Background: an optimization exercise with open tools, aiming at small area, a short achievable clock period and few clock cycles. Do not read the settings as production practice.
Function was checked by simulation only, so behaviour that the tests miss may differ from the original.

Setup of lane 3:
==> flow/design.v (excerpt) <==
module lve_modarith (
    input  wire        clk,
    input  wire        rst,         
    input  wire        in_valid,
    output wire        in_ready,
    input  wire [3:0]  in_op,
    input  wire        in_qsel,     
    input  wire [3:0]  in_imm,
    input  wire [31:0] in_a,
    input  wire [31:0] in_b,
    input  wire [31:0] in_w,
    output wire        out_valid,
    output wire [31:0] out_r0,
    output wire [31:0] out_r1
);
For scale: about 11000 cells after synthesis, roughly 630 flip-flops, roughly 170 I/O pins.
clock: 30.0 ns
lec_check: 0
cap_margin: 20
core_margin: 2
core_utilization: 60
cts_cluster_diameter: 100
cts_cluster_size: 24
slew_margin: 20
standard.sh (not shown) runs the stock make flow with config.mk's settings and CLKGATE_MAP_FILE= SYNTH_SCRIPT=/design/flow/synth_recipe.tcl, a recipe that flattens the netlist after the stock synthesis.
==> flow/flow/run.sh <==
#!/bin/bash
set -euo pipefail
bash standard.sh \
  BUFFER_PORTS_ARGS="-buffer_cell sky130_fd_sc_hd__buf_2" \
  SETUP_SLACK_MARGIN=22.8 \
  finish > flow_layout.log 2>&1
Lane 3 reached the final stage; the timing, design-rule and antenna checks on its layout passed.
Testbench counts of lane 3, summed over its fixed seeds: cycles 16,056.
What lane 5 does differently from lane 3 at the input level:
Settings: a change of CORE_UTILIZATION from 60 to 55.
Results
Delta (lane 5 minus lane 3): number of tap instances climbed 159; final weighted congestion of routability-driven global placement dropped about 2.3%. Area occupied by multi-input gates: lane 3 vs lane 5 — no meaningful difference. Compared lane 3 against lane 5; per-instance average area after synthesis within noise. Looking at lane 5 and lane 3, the fraction of area in registers is a wash. Delta(fmax, lane 5 - lane 3) < 0. On number of design-rule violations left by the first detailed-router iteration, the higher figure sits with lane 5, not lane 3. [lane 5] stage delay of the slowest cell on the critical path rose 0.08 ns relative to lane 3.

---

## P
Another version of the RTL of lve_modarith (not shown whole).
Size in the first run: about 170 I/O pins, roughly 0.093 mm2 of cells after synthesis.
Settings: LEC_CHECK=0, CAP_MARGIN=20, CORE_MARGIN=2, CORE_UTILIZATION=60, CTS_CLUSTER_DIAMETER=100, CTS_CLUSTER_SIZE=24, SLEW_MARGIN=20; clock period 30.0 ns.
Scripts as last shown in full above: flow/flow/run.sh
P ended with every stage complete and zero timing, DRC or antenna violations.
Testbench counts of P, summed over its fixed seeds: cycles 16,056.
## Diff of input files: Q against P
# P
export LEC_CHECK = 0
export CAP_MARGIN = 20
export CORE_MARGIN = 2
export CORE_UTILIZATION = 60
export CTS_CLUSTER_DIAMETER = 100
export CTS_CLUSTER_SIZE = 24
export SLEW_MARGIN = 20
create_clock -name core_clock -period 30.0 [get_ports {clk}]
# Q
export LEC_CHECK = 0
export CAP_MARGIN = 20
export CORE_MARGIN = 2
export CORE_UTILIZATION = 55
export CTS_CLUSTER_DIAMETER = 100
export CTS_CLUSTER_SIZE = 24
export SLEW_MARGIN = 20
create_clock -name core_clock -period 30.0 [get_ports {clk}]
==> results.txt <==
The fraction of final layout cells with drive strength greater than 1 of Q exceeds that of P by 0.27 points. The run showing the smaller die span in x is P. Compared with P, in Q total setup buffers inserted after CTS now smaller, peak clock frequency supported by timing now smaller, number of non-clock buffers in the layout now larger. Summary — cell area, Q relative to P: higher, by 0.60%.
[inputs] R vs Q
# Q
export LEC_CHECK = 0
export CAP_MARGIN = 20
export CORE_MARGIN = 2
export CORE_UTILIZATION = 55
export CTS_CLUSTER_DIAMETER = 100
export CTS_CLUSTER_SIZE = 24
export SLEW_MARGIN = 20
create_clock -name core_clock -period 30.0 [get_ports {clk}]
# R
export LEC_CHECK = 0
export CAP_MARGIN = 20
export CORE_MARGIN = 2
export CORE_UTILIZATION = 40
export CTS_CLUSTER_DIAMETER = 100
export CTS_CLUSTER_SIZE = 24
export SLEW_MARGIN = 20
create_clock -name core_clock -period 30.0 [get_ports {clk}]
-- flow/flow/run.sh --
<<< Q, line 5
  SETUP_SLACK_MARGIN=22.8 \
>>> R, line 5
  SETUP_SLACK_MARGIN=23 \
- The part of the cycle the worst path needs of Q and that of R are within noise of each other.
- Delta (R minus Q): total number of vias higher; final critical-path setup slack higher; non-clock buffer count higher; total length of routed met3 wires lower.
- [R] clock insertion delay at the later pin of the skew report rose 0.03 ns relative to Q
- r1o[18] as the origin of the worst setup path was reported by R, and r0o[19] by Q.
The following lists how S was set up differently from R:
# R
export LEC_CHECK = 0
export CAP_MARGIN = 20
export CORE_MARGIN = 2
export CORE_UTILIZATION = 40
export CTS_CLUSTER_DIAMETER = 100
export CTS_CLUSTER_SIZE = 24
export SLEW_MARGIN = 20
create_clock -name core_clock -period 30.0 [get_ports {clk}]
# S
export LEC_CHECK = 0
export CAP_MARGIN = 20
export CORE_MARGIN = 2
export CORE_UTILIZATION = 40
export SLEW_MARGIN = 20
create_clock -name core_clock -period 30.0 [get_ports {clk}]
-- flow/flow/run.sh --
<<< R, line 4
  BUFFER_PORTS_ARGS="-buffer_cell sky130_fd_sc_hd__buf_2" \
>>> S, line 4
  BUFFER_PORTS_ARGS="-buffer_cell sky130_fd_sc_hd__buf_4" \
==> results.txt <==
S vs. R: wire length went up by 12000 um. Delta (S minus R): clock-buffer cell count went up about 80%, core utilization went up 0.28 points. Compared with R, in S design area shows an increase of 640 um2; met3 routing resource usage after global routing shows an increase of 0.53 points; cell count shows no meaningful change. The number of non-clock buffers number comes out lower for S vs R. Comparing R with S, the number of vias in the routed layout came out essentially unchanged. Looking at routed wire length per instance, S sits above R. For R, the destination of the critical timing path was out_r1[18], unlike S, where it was out_r1[20].

## port drivers added, routing unchanged
In the flow no input, the clock included, has a driving cell. The finished layouts below were timed again as built, in two steps. Step 1: set_driving_cell puts a clkbuf_16 on clk and a buf_2 on each other input, an assumption about the parent block. Step 2 times the ports against the registers' clock, not the clock port: input delays grow and output delays shrink by t, the midpoint of the rising clock arrivals with the driver on. Three values: no drivers, after step 1, after step 2; two values: the first two.
| run | t, ns | slack for setup (ns) | worst setup path after step 2 |
|---|---|---|---|
| lane 3 | 0.756 | 22.851 / 22.761 / 22.945 | register to register |
| lane 5 | 0.787 | 22.782 / 22.698 / 22.964 | register to register |
| P | 0.754 | 22.818 / 22.727 / 22.982 | register to register |
| Q | 0.796 | 22.770 / 22.687 / 23.034 | register to register |
| R | 0.842 | 22.790 / 22.686 / 23.123 | register to register |
| S | 0.828 | 22.734 / 22.641 / 23.013 | register to register |
After both steps setup and hold are still met in every run listed.
